Background: an optimization exercise with open tools, aiming at small area. Do not read the settings as production practice.
Where RTL was checked, it was by simulation tests only, not by an equivalence proof against the original.
The clock port is modelled as an ideal driver; clocking choices that lean on that would not hold on a real chip.
Power figures rest on the tool's default switching activity, not on a simulated workload.

## twist_deframer
module twist_deframer (
    input  wire        clk,
    input  wire        rst,           
    input  wire [3:0]  lane,          
    input  wire [1:0]  sym,           
    output reg         locked,
    output wire        pol_inv,
    output reg         oh_valid,
    output wire [63:0] oh_word,
    output reg         oh_crc_ok,
    output reg         pl_valid,
    output wire [39:0] pl_word,
    output reg         stuff_rm,
    output reg         rx_ovf
);
    localparam [30:0] FAW       = 31'h7125_B696;
    localparam [43:0] SEED_LOW  = 44'h5A5_A5A5_A5A5;
    wire        bit_in = sym[1];
    reg  [29:0] win;
    wire [30:0] diff   = {win, bit_in} ^ FAW;
    wire pc_s0, pc_c0;
    assign {pc_c0, pc_s0} = diff[0] + diff[1] + diff[2];
    wire pc_s1, pc_c1;
    assign {pc_c1, pc_s1} = diff[3] + diff[4] + diff[5];
    wire pc_s2, pc_c2;
    assign {pc_c2, pc_s2} = diff[6] + diff[7] + diff[8];
    wire pc_s3, pc_c3;
    assign {pc_c3, pc_s3} = diff[9] + diff[10] + diff[11];
    wire pc_s4, pc_c4;
    assign {pc_c4, pc_s4} = diff[12] + diff[13] + diff[14];
    wire pc_s5, pc_c5;
    assign {pc_c5, pc_s5} = diff[15] + diff[16] + diff[17];
    wire pc_s6, pc_c6;
    assign {pc_c6, pc_s6} = diff[18] + diff[19] + diff[20];
    wire pc_s7, pc_c7;
    assign {pc_c7, pc_s7} = diff[21] + diff[22] + diff[23];
    wire pc_s8, pc_c8;
    assign {pc_c8, pc_s8} = diff[24] + diff[25] + diff[26];
    wire pc_s9, pc_c9;
    assign {pc_c9, pc_s9} = diff[27] + diff[28] + diff[29];
    wire pc_s10, pc_c10;
    assign {pc_c10, pc_s10} = diff[30] + pc_s0 + pc_s1;
    wire pc_s11, pc_c11;
    assign {pc_c11, pc_s11} = pc_s2 + pc_s3 + pc_s4;
    wire pc_s12, pc_c12;
    assign {pc_c12, pc_s12} = pc_s5 + pc_s6 + pc_s7;
    wire pc_s13, pc_c13;
    assign {pc_c13, pc_s13} = pc_s8 + pc_s9 + pc_s10;
    wire pc_s14, pc_c14;
    assign {pc_c14, pc_s14} = pc_s11 + pc_s12 + pc_s13;
    wire pc_s15, pc_c15;
    assign {pc_c15, pc_s15} = pc_c0 + pc_c1 + pc_c2;
    wire pc_s16, pc_c16;
    assign {pc_c16, pc_s16} = pc_c3 + pc_c4 + pc_c5;
    wire pc_s17, pc_c17;
    assign {pc_c17, pc_s17} = pc_c6 + pc_c7 + pc_c8;
    wire pc_s18, pc_c18;
  ...
Size: about 600 cells after synthesis, ~170 flip-flops, roughly 120 I/O pins, roughly 7100 sq um of cells after synthesis.
clock: 8.0 ns
lec_check: 0
cap_margin: 20
core_margin: 2
core_utilization: 70
slew_margin: 20
standard.sh (not shown) runs the stock make flow with config.mk's settings and CLKGATE_MAP_FILE= SYNTH_SCRIPT=/design/flow/synth_recipe.tcl, a recipe that flattens the netlist after the stock synthesis.
==> flow/flow/run.sh <==
#!/bin/bash
# The standard layout (standard.sh) with these changes:
#  - synthesis: the standard flow's own synthesis script, except that ABC maps the
#    logic with flow/area.abc (area-oriented) instead of ORFS's speed
#    script. Flip-flops are mapped before ABC, so the registers are the
#    standard synthesis's.
#  - buf_1 port buffers;
#  - a clock tree without dummy loads, clkbuf_8 at the root and clkbuf_4
#    leaves; leaves with a high slew are upsized after CTS
#    (flow/post_cts.tcl).
# The make output goes to flow_make.log here; ORFS's per-step logs, one per
# tool run, are under orfs/logs.
set -euo pipefail
here=$(pwd)

awk -v abc="$here/flow/area.abc" '
  /^[ \t]*log_cmd abc \{\*\}\$abc_args[ \t]*$/ {
    print "  set abc_args [lreplace $abc_args 1 1 " abc "]"; n++ }
  { print }
  END { if (n != 1) exit 1 }' "$FLOW_HOME/scripts/synth.tcl" > "$here/my_synth_core.tcl"
awk -v core="$here/my_synth_core.tcl" '
  $0 == "source $::env(SCRIPTS_DIR)/synth.tcl" { print "source " core; n++; next }
  { print }
  END { if (n != 1) exit 1 }' "$here/synth_recipe.tcl" > "$here/my_synth.tcl"
sed -e "s#SYNTH_SCRIPT=[^ ]*#SYNTH_SCRIPT=$here/my_synth.tcl#" "$here/standard.sh" > "$here/my_standard.sh"
grep -q "SYNTH_SCRIPT=$here/my_synth.tcl" "$here/my_standard.sh"

export BUFFER_PORTS_ARGS="-buffer_cell sky130_fd_sc_hd__buf_1"
export CTS_ARGS="-sink_clustering_enable -repair_clock_nets -dont_use_dummy_load -root_buf sky130_fd_sc_hd__clkbuf_8 -buf_list sky130_fd_sc_hd__clkbuf_4"
export POST_CTS_TCL="$here/flow/post_cts.tcl"
export CLK_UPSIZE_SLEW=0.115
bash "$here/my_standard.sh" > "$here/flow_make.log" 2>&1
==> flow/flow/area.abc <==
&get -n
&st
&syn3
&dch
&nf -R 1000
&st
&syn3
&dch
&nf -R 1000
&st
&syn3
&dch
&nf -R 1000
&st
&syn3
&dch
&nf -R 1000
&put
==> flow/flow/post_cts.tcl <==
# After clock tree synthesis: the leaf clock buffers are clkbuf_4; upsize to
# clkbuf_8 those whose output slew is above CLK_UPSIZE_SLEW (ns), then
# legalize the placement again.
estimate_parasitics -placement
set nup 0
foreach inst [get_cells clkbuf_*] {
  if {[get_property $inst ref_name] ne "sky130_fd_sc_hd__clkbuf_4"} { continue }
  set s [get_property [get_pins [get_name $inst]/X] slew_max]
  if {$s > $::env(CLK_UPSIZE_SLEW)} {
    replace_cell $inst sky130_fd_sc_hd__clkbuf_8
    incr nup
  }
}
puts "post_cts: upsized $nup clock buffers"
if {$nup > 0} {
  detailed_placement
  estimate_parasitics -placement
}
==> next run, changes <==
--- a/flow/design.v
+++ b/flow/design.v
@@ -69,37 +69,39 @@
     wire pc_s24, pc_c24;
     assign {pc_c24, pc_s24} = pc_c21 + pc_s22 + pc_s23;
     wire pc_s25, pc_c25;
     assign {pc_c25, pc_s25} = pc_c22 + pc_c23 + pc_c24;
     wire [4:0] ndiff = {pc_c25, pc_s25, pc_s24, pc_s21, pc_s14};
     wire       faw_match = (ndiff <= 5'd3);
     wire       faw_inv   = (ndiff >= 5'd28);
     reg        verif;         
     reg        cand_pol;      
-    reg [1:0]  cnt2;          
-    reg [3:0]  ncrc_bad_q;      
-    localparam [3:0] NCRC_BAD_M = 4'd10;
-    wire [3:0] ncrc_bad = ncrc_bad_q ^ NCRC_BAD_M;
-    reg [13:0]  fpos_q;          
-    localparam [13:0] FPOS_M = 14'd10922;
-    wire [13:0] fpos = fpos_q ^ FPOS_M;
     reg [1:0]  run_level;
-    reg [5:0]  run_len_q;       
-    localparam [5:0] RUN_LEN_M = 6'd42;
-    wire [5:0] run_len = run_len_q ^ RUN_LEN_M;
     reg        pay;           
     reg        first;         
-    reg [4:0]  cnt_q;           
-    localparam [4:0] CNT_M = 5'd21;
-    wire [4:0] cnt = cnt_q ^ CNT_M;
-    reg [9:0]  widx_q;          
-    localparam [9:0] WIDX_M = 10'd341;
-    wire [9:0] widx = widx_q ^ WIDX_M;
+    localparam [1:0]  CNT2_M     = 2'd2;
+    localparam [3:0]  NCRC_BAD_M = 4'd10;
+    localparam [13:0] FPOS_M     = 14'd10922;
+    localparam [5:0]  RUN_LEN_M  = 6'd42;
+    localparam [4:0]  CNT_M      = 5'd21;
+    localparam [9:0]  WIDX_M     = 10'd341;
+    reg  [1:0]  cnt2_q;       
+    reg  [3:0]  ncrc_bad_q;   
+    reg  [13:0] fpos_q;       
+    reg  [5:0]  run_len_q;    
+    reg  [4:0]  cnt_q;        
+    reg  [9:0]  widx_q;       
+    wire [1:0]  cnt2     = cnt2_q ^ CNT2_M;
+    wire [3:0]  ncrc_bad = ncrc_bad_q ^ NCRC_BAD_M;
+    wire [13:0] fpos     = fpos_q ^ FPOS_M;
+    wire [5:0]  run_len  = run_len_q ^ RUN_LEN_M;
+    wire [4:0]  cnt      = cnt_q ^ CNT_M;
+    wire [9:0]  widx     = widx_q ^ WIDX_M;
     reg [4:0]  crcl;          
     reg [28:0] s_od;          
     reg [19:0] p_ev;          
     reg [14:0] p_od;          
     reg [4:0]  prev_fn;
     reg [2:0]  prev_ofs;
     reg [1:0]  prev_just;
     reg        prev_ovf;
     wire [28:0] s_ev = win[28:0];           
@@ -196,44 +198,44 @@
                     run_len_q <= ({run_len[4:0], run_len[5] ^ run_len[4]}) ^ RUN_LEN_M;
             end else begin
                 run_level <= sym;
                 run_len_q   <= (6'd1) ^ RUN_LEN_M;
             end
             if (!locked && !verif) begin
                 if (faw_match || faw_inv) begin
                     verif    <= 1'b1;
                     cand_pol <= faw_inv;
-                    cnt2     <= 2'd1;
+                    cnt2_q     <= (2'd1) ^ CNT2_M;
                     fpos_q     <= (14'd1) ^ FPOS_M;
                 end
             end else if (verif) begin
                 if (at_30) begin
                     if (lock_match) begin
                         if (cnt2 == 2'd2) begin
                             verif    <= 1'b0;
                             locked   <= 1'b1;
-                            cnt2     <= 2'd0;
+                            cnt2_q     <= (2'd0) ^ CNT2_M;
                             ncrc_bad_q <= (4'd0) ^ NCRC_BAD_M;
                         end else begin
-                            cnt2 <= cnt2 + 2'd1;
+                            cnt2_q <= (cnt2 + 2'd1) ^ CNT2_M;
                         end
                     end else begin
                         verif <= 1'b0;
                     end
                 end
             end else begin  
                 if (at_30) begin
                     if (lock_match)
-                        cnt2 <= 2'd0;
+                        cnt2_q <= (2'd0) ^ CNT2_M;
                     else if (cnt2 == 2'd3)
                         locked <= 1'b0;
                     else
-                        cnt2 <= cnt2 + 2'd1;
+                        cnt2_q <= (cnt2 + 2'd1) ^ CNT2_M;
                 end
             end
             if (at_30) begin
                 cnt_q  <= (5'd0) ^ CNT_M;
                 widx_q <= (10'd1) ^ WIDX_M;
                 crcl <= 5'd0;
             end
             if (is_oh) begin
                 {s_od, p_ev, p_od} <= oh_full;
Result:
- The changed run produced a clean layout
- hold slack gains 0.0052 ns
- design area barely changes
- cell count is lower by 0.71%
- clock skew is about the same
- power hardly moves
- flip-flop and latch count stays the same
- global-route usage grows by 0.18 points
- non-clock buffer count shrinks by 1
- area after synthesis goes down by about 0.3%
- clock power grows by about 3%
- register-to-register slack improves by 0.06 ns
The RTL of the first run of this note was laid out without a check of its function.


## old
The RTL this note starts from:
==> flow/design.v <==
module twist_deframer (
    input  wire        clk,
    input  wire        rst,           
    input  wire [3:0]  lane,          
    input  wire [1:0]  sym,           
    output reg         locked,
    output wire        pol_inv,
    output reg         oh_valid,
    output wire [63:0] oh_word,
    output reg         oh_crc_ok,
    output reg         pl_valid,
    output wire [39:0] pl_word,
    output reg         stuff_rm,
    output reg         rx_ovf
);
    localparam [30:0] FAW       = 31'h7125_B696;
    localparam [43:0] SEED_LOW  = 44'h5A5_A5A5_A5A5;
    wire        bit_in = sym[1];
    reg  [29:0] win;
    wire [30:0] diff   = {win, bit_in} ^ FAW;
    function [4:0] popcount31;
        input [30:0] v;
        integer n;
        reg [4:0] c;
        begin
            c = 5'd0;
            for (n = 0; n < 31; n = n + 1)
                c = c + {4'd0, v[n]};
            popcount31 = c;
        end
    endfunction
    wire [4:0] ndiff     = popcount31(diff);
    wire       faw_match = (ndiff <= 5'd3);
    wire       faw_inv   = (ndiff >= 5'd28);
    reg        verif;         
    reg        cand_pol;      
    reg [1:0]  cnt2;          
    reg [3:0]  ncrc_bad;      
    reg [13:0] fpos;          
    reg [1:0]  run_level;
    reg [5:0]  run_len;       
    reg        pay;           
    reg        first;         
    reg [5:0]  cnt;           
    reg [9:0]  widx;          
    reg [7:0]  crc;
    reg [28:0] s_od;          
    reg [19:0] p_ev;          
    reg [14:0] p_od;          
    reg [4:0]  prev_fn;
    reg [2:0]  prev_ofs;
    reg [1:0]  prev_just;
    reg        prev_ovf;
    wire [28:0] s_ev = win[28:0];           
    wire [19:0] p_odf = {crc[4:0], p_od};   
    assign pol_inv = locked & cand_pol;
    assign oh_word = {s_od, p_ev, p_od};
    genvar gi;
    generate
        for (gi = 0; gi < 20; gi = gi + 1) begin : g_pl
            assign pl_word[2*gi]   = p_ev[gi];
            assign pl_word[2*gi+1] = p_odf[gi];
        end
    endgenerate
    wire [13:0] pos     = fpos + 14'd1;
    wire        at_30   = (fpos == 14'd29);
    wire        at_last = (fpos == 14'd16382);
    wire        in_body = (fpos >= 14'd30) && (fpos < 14'd16382);
    wire lock_match = cand_pol ? faw_inv : faw_match;
    wire content_left = ~&(widx | ~10'd814);
    wire body_l       = locked && in_body && content_left;
    wire is_stuff     = body_l && (run_len == 6'd47);
    wire is_content   = body_l && (run_len != 6'd47);
    wire is_oh        = is_content && !pay;
    wire is_oh_last   = is_oh && (cnt == 6'd63);
    wire is_payload   = is_content && pay;
    wire is_guard     = locked && at_last;
    wire        oh_bit   = bit_in ^ cand_pol;
    wire        crc_fb   = crc[7] ^ oh_bit;
    wire [7:0]  crc_next = {crc[6:0], 1'b0} ^ (crc_fb ? 8'h07 : 8'h00);
    wire        crc_good = (crc_next == 8'h00);
    wire        crc_drop = !crc_good && (ncrc_bad == 4'd15);
    wire [63:0] oh_full  = {oh_word[62:0], oh_bit};
    wire [4:0]  rx_fn    = oh_full[39:35];
    wire [2:0]  rx_ofs   = oh_full[34:32];
    wire [1:0]  rx_just  = (oh_full[27:26] == 2'd3) ? 2'd1 : oh_full[27:26];
    wire [4:0]  pr_fn    = (prev_fn == 5'd23) ? 5'd0 : prev_fn + 5'd1;
    wire [2:0]  pr_ofs   = prev_ofs + {2'd0, prev_ovf};
    wire [4:0]  use_fn   = crc_good ? rx_fn : pr_fn;
    wire [2:0]  use_ofs  = crc_good ? rx_ofs : pr_ofs;
    wire [1:0]  use_just = crc_good ? rx_just : prev_just;
    wire [1:0]  pbits_raw = {sym[1] ^ cand_pol, sym[1] ^ sym[0]};
    wire [57:0] seed  = {2'b10, prev_ofs, prev_fn, crc[3:0], SEED_LOW};
    wire        sd1   = seed[57] ^ seed[38];
    wire        sd2   = seed[56] ^ seed[37];
    wire [57:0] seed2 = {seed[55:0], sd1, sd2};
    wire        sb1   = first ? sd1 : s_od[28] ^ s_ev[19];
    wire        sb2   = first ? sd2 : s_ev[28] ^ s_od[18];
    wire [1:0]  dbits = pbits_raw ^ {sb1, sb2};
    wire [28:0] s_od_ld, s_ev_ld;
    generate
        for (gi = 0; gi < 29; gi = gi + 1) begin : g_sd
            assign s_od_ld[gi] = seed2[2*gi+1];
            assign s_ev_ld[gi] = seed2[2*gi];
        end
    endgenerate
    wire        word_end = (cnt == 6'd19);
    wire        deliver  = (widx < 10'd812) ||
                           (widx == 10'd812 && !prev_just[1]) ||
                           (widx == 10'd813 && prev_just == 2'd0);
    always @(posedge clk) begin
        if (!pay)
            win <= {win[28:0], bit_in};
        if (rst) begin
            win       <= 30'd0;
            locked    <= 1'b0;
            verif     <= 1'b0;
            run_level <= 2'd0;
            run_len   <= 6'd0;
            pay       <= 1'b0;
            prev_fn   <= 5'd0;
            prev_ofs  <= 3'd0;
            prev_just <= 2'd0;
            prev_ovf  <= 1'b0;
            oh_valid  <= 1'b0;
            oh_crc_ok <= 1'b0;
            pl_valid  <= 1'b0;
            stuff_rm  <= 1'b0;
            rx_ovf    <= 1'b0;
        end else begin
            fpos     <= pos;
            oh_valid <= 1'b0;
            pl_valid <= 1'b0;
            stuff_rm <= is_stuff;
            rx_ovf   <= 1'b0;
            if (sym == run_level) begin
                if (run_len != 6'd63)
                    run_len <= run_len + 6'd1;
            end else begin
                run_level <= sym;
                run_len   <= 6'd1;
            end
            if (!locked && !verif) begin
                if (faw_match || faw_inv) begin
                    verif    <= 1'b1;
                    cand_pol <= faw_inv;
                    cnt2     <= 2'd1;
                    fpos     <= 14'd30;
                end
            end else if (verif) begin
                if (at_30) begin
                    if (lock_match) begin
                        if (cnt2 == 2'd2) begin
                            verif    <= 1'b0;
                            locked   <= 1'b1;
                            cnt2     <= 2'd0;
                            ncrc_bad <= 4'd0;
                        end else begin
                            cnt2 <= cnt2 + 2'd1;
                        end
                    end else begin
                        verif <= 1'b0;
                    end
                end
            end else begin  
                if (at_30) begin
                    if (lock_match)
                        cnt2 <= 2'd0;
                    else if (cnt2 == 2'd3)
                        locked <= 1'b0;
                    else
                        cnt2 <= cnt2 + 2'd1;
                end
            end
            if (at_30) begin
                cnt  <= 6'd0;
                widx <= 10'd0;
                crc  <= 8'h00;
            end
            if (is_oh) begin
                {s_od, p_ev, p_od} <= oh_full;
                crc <= crc_next;
                cnt <= cnt + 6'd1;
            end
            if (is_oh_last) begin
                oh_valid  <= 1'b1;
                oh_crc_ok <= crc_good;
                pay       <= !crc_drop;
                first     <= 1'b1;
                crc[3:0]  <= lane;
                prev_fn   <= use_fn;
                prev_ofs  <= use_ofs;
                prev_just <= use_just;
                if (crc_good)
                    ncrc_bad <= 4'd0;
                else if (crc_drop)
                    locked <= 1'b0;
                else
                    ncrc_bad <= ncrc_bad + 4'd1;
            end
            if (is_payload) begin
                first    <= 1'b0;
                s_od     <= first ? s_od_ld : {s_od[27:0], sb1};
                win      <= {win[28], first ? s_ev_ld : {s_ev[27:0], sb2}};
                p_ev     <= {p_ev[18:0], dbits[0]};
                p_od     <= {p_od[13:0], dbits[1]};
                crc[4:0] <= {crc[3:0], p_od[14]};
                if (word_end) begin
                    cnt      <= 6'd0;
                    widx     <= widx + 10'd1;
                    pl_valid <= deliver;
                end else begin
                    cnt <= cnt + 6'd1;
                end
            end
            if (is_guard) begin
                pay      <= 1'b0;
                prev_ovf <= content_left;
                rx_ovf   <= content_left;
            end
        end
    end
endmodule
export LEC_CHECK = 0
export CAP_MARGIN = 20
export CORE_MARGIN = 2
export CORE_UTILIZATION = 40
export SLEW_MARGIN = 20
create_clock -name core_clock -period 8.0 [get_ports {clk}]
run.sh (not shown) runs the stock make flow with config.mk's settings and CLKGATE_MAP_FILE= SYNTH_SCRIPT=/design/flow/synth_recipe.tcl, a recipe that flattens the netlist after the stock synthesis.
Stock flow here: none of the scripts above is used.
--- input diff old..new ---
diff --git a/flow/design.v b/flow/design.v
--- a/flow/design.v
+++ b/flow/design.v
@@ -4,11 +4,11 @@
     input  wire [3:0]  lane,          
     input  wire [1:0]  sym,           
     output reg         locked,
     output wire        pol_inv,
     output reg         oh_valid,
-    output wire [63:0] oh_word,
+    output reg  [63:0] oh_word,
     output reg         oh_crc_ok,
     output reg         pl_valid,
     output wire [39:0] pl_word,
     output reg         stuff_rm,
     output reg         rx_ovf
@@ -42,28 +42,16 @@
     reg        pay;           
     reg        first;         
     reg [5:0]  cnt;           
     reg [9:0]  widx;          
     reg [7:0]  crc;
-    reg [28:0] s_od;          
-    reg [19:0] p_ev;          
-    reg [14:0] p_od;          
     reg [4:0]  prev_fn;
     reg [2:0]  prev_ofs;
     reg [1:0]  prev_just;
     reg        prev_ovf;
-    wire [28:0] s_ev = win[28:0];           
-    wire [19:0] p_odf = {crc[4:0], p_od};   
     assign pol_inv = locked & cand_pol;
-    assign oh_word = {s_od, p_ev, p_od};
-    genvar gi;
-    generate
-        for (gi = 0; gi < 20; gi = gi + 1) begin : g_pl
-            assign pl_word[2*gi]   = p_ev[gi];
-            assign pl_word[2*gi+1] = p_odf[gi];
-        end
-    endgenerate
+    assign pl_word = oh_word[39:0];
     wire [13:0] pos     = fpos + 14'd1;
     wire        at_30   = (fpos == 14'd29);
     wire        at_last = (fpos == 14'd16382);
     wire        in_body = (fpos >= 14'd30) && (fpos < 14'd16382);
     wire lock_match = cand_pol ? faw_inv : faw_match;
@@ -78,34 +66,25 @@
     wire        oh_bit   = bit_in ^ cand_pol;
     wire        crc_fb   = crc[7] ^ oh_bit;
     wire [7:0]  crc_next = {crc[6:0], 1'b0} ^ (crc_fb ? 8'h07 : 8'h00);
     wire        crc_good = (crc_next == 8'h00);
     wire        crc_drop = !crc_good && (ncrc_bad == 4'd15);
-    wire [63:0] oh_full  = {oh_word[62:0], oh_bit};
-    wire [4:0]  rx_fn    = oh_full[39:35];
-    wire [2:0]  rx_ofs   = oh_full[34:32];
-    wire [1:0]  rx_just  = (oh_full[27:26] == 2'd3) ? 2'd1 : oh_full[27:26];
+    wire [4:0]  rx_fn    = oh_word[38:34];
+    wire [2:0]  rx_ofs   = oh_word[33:31];
+    wire [1:0]  rx_just  = (oh_word[26:25] == 2'd3) ? 2'd1 : oh_word[26:25];
     wire [4:0]  pr_fn    = (prev_fn == 5'd23) ? 5'd0 : prev_fn + 5'd1;
     wire [2:0]  pr_ofs   = prev_ofs + {2'd0, prev_ovf};
     wire [4:0]  use_fn   = crc_good ? rx_fn : pr_fn;
     wire [2:0]  use_ofs  = crc_good ? rx_ofs : pr_ofs;
     wire [1:0]  use_just = crc_good ? rx_just : prev_just;
     wire [1:0]  pbits_raw = {sym[1] ^ cand_pol, sym[1] ^ sym[0]};
-    wire [57:0] seed  = {2'b10, prev_ofs, prev_fn, crc[3:0], SEED_LOW};
-    wire        sd1   = seed[57] ^ seed[38];
-    wire        sd2   = seed[56] ^ seed[37];
-    wire [57:0] seed2 = {seed[55:0], sd1, sd2};
-    wire        sb1   = first ? sd1 : s_od[28] ^ s_ev[19];
-    wire        sb2   = first ? sd2 : s_ev[28] ^ s_od[18];
+    wire [57:0] seed = {2'b10, prev_ofs, prev_fn, crc[7:4], SEED_LOW};
+    wire [57:0] scr  = first ? seed : {oh_word[63:40], win, crc[3:0]};
+    wire        sb1  = scr[57] ^ scr[38];
+    wire        sb2  = scr[56] ^ scr[37];
+    wire [57:0] scr2 = {scr[55:0], sb1, sb2};
     wire [1:0]  dbits = pbits_raw ^ {sb1, sb2};
-    wire [28:0] s_od_ld, s_ev_ld;
-    generate
-        for (gi = 0; gi < 29; gi = gi + 1) begin : g_sd
-            assign s_od_ld[gi] = seed2[2*gi+1];
-            assign s_ev_ld[gi] = seed2[2*gi];
-        end
-    endgenerate
     wire        word_end = (cnt == 6'd19);
     wire        deliver  = (widx < 10'd812) ||
                            (widx == 10'd812 && !prev_just[1]) ||
                            (widx == 10'd813 && prev_just == 2'd0);
     always @(posedge clk) begin
@@ -176,20 +155,20 @@
                 cnt  <= 6'd0;
                 widx <= 10'd0;
                 crc  <= 8'h00;
             end
             if (is_oh) begin
-                {s_od, p_ev, p_od} <= oh_full;
-                crc <= crc_next;
-                cnt <= cnt + 6'd1;
+                oh_word <= {oh_word[62:0], oh_bit};
+                crc     <= crc_next;
+                cnt     <= cnt + 6'd1;
             end
             if (is_oh_last) begin
                 oh_valid  <= 1'b1;
                 oh_crc_ok <= crc_good;
                 pay       <= !crc_drop;
                 first     <= 1'b1;
-                crc[3:0]  <= lane;
+                crc[7:4]  <= lane;
                 prev_fn   <= use_fn;
                 prev_ofs  <= use_ofs;
                 prev_just <= use_just;
                 if (crc_good)
                     ncrc_bad <= 4'd0;
@@ -197,16 +176,14 @@
                     locked <= 1'b0;
                 else
                     ncrc_bad <= ncrc_bad + 4'd1;
             end
             if (is_payload) begin
-                first    <= 1'b0;
-                s_od     <= first ? s_od_ld : {s_od[27:0], sb1};
-                win      <= {win[28], first ? s_ev_ld : {s_ev[27:0], sb2}};
-                p_ev     <= {p_ev[18:0], dbits[0]};
-                p_od     <= {p_od[13:0], dbits[1]};
-                crc[4:0] <= {crc[3:0], p_od[14]};
+                first   <= 1'b0;
+                oh_word <= {scr2[57:34], oh_word[37:0], dbits};
+                win     <= scr2[33:4];
+                crc[3:0] <= scr2[3:0];
                 if (word_end) begin
                     cnt      <= 6'd0;
                     widx     <= widx + 10'd1;
                     pl_valid <= deliver;
                 end else begin
- Number of cells traversed by the worst register-to-register path sits lower in new than in old.
- The run showing the greater global-route wire length before repair is new.
- Critical path depth ended up 1 lower on new than on old.
- The lower number of well taps of old and new is in old.
- Relative to old, global-route usage has increased by 1.8 points in new.
- new vs. old: post-synthesis adder-cell area fraction decreased 0.92 points; maximum operating frequency climbed 3.4 MHz; internal power summed over all cells increased 0.56%; final critical-path setup slack +0.19 ns; area of the die has increased.
- Taking old as 1.0, new lands at 1.2 on via count.
Only the layout flow was run in new; the RTL was not checked for function there.

==> separate check: timing with driven ports <==
How much do the figures lean on ideal ports? The routed layouts below were timed once more, with nothing changed but the port constraints.
Step 1 (the two cells are an assumption about what drives the block):
set clk [get_ports {clk}]
set_driving_cell -lib_cell sky130_fd_sc_hd__clkbuf_16 $clk
set_driving_cell -lib_cell sky130_fd_sc_hd__buf_2 [delete_from_list [all_inputs] $clk]
Step 2, shift: input delay + t, output delay - t, t = (earliest + latest rising clock arrival at the registers) / 2. This alone moves slack from input paths to output paths.
Three values: ideal ports, drivers, drivers and shift; two values: the first two.
run | shift t [ns] | setup WS [ns] | hold WS [ns] | worst register clock-pin slew, ns
the first run of note 1 | 0.444 | 1.010 / 1.023 / 0.579 | 0.382 / 0.382 / 0.382 | 0.11 / 0.11
the second run of note 1 | 0.462 | 0.952 / 0.963 / 0.501 | 0.388 / 0.388 / 0.388 | 0.11 / 0.11
old | 0.473 | 0.536 / 0.554 / 0.081 | 0.476 / 0.476 / 0.476 | 0.07 / 0.07
new | 0.473 | 0.723 / 0.735 / 0.263 | 0.460 / 0.460 / 0.460 | 0.07 / 0.07
After both steps setup and hold are still met in every run listed. For new, which loses most, drivers alone change the setup slack by +0.012 ns; drivers and shift together by -0.460 ns.
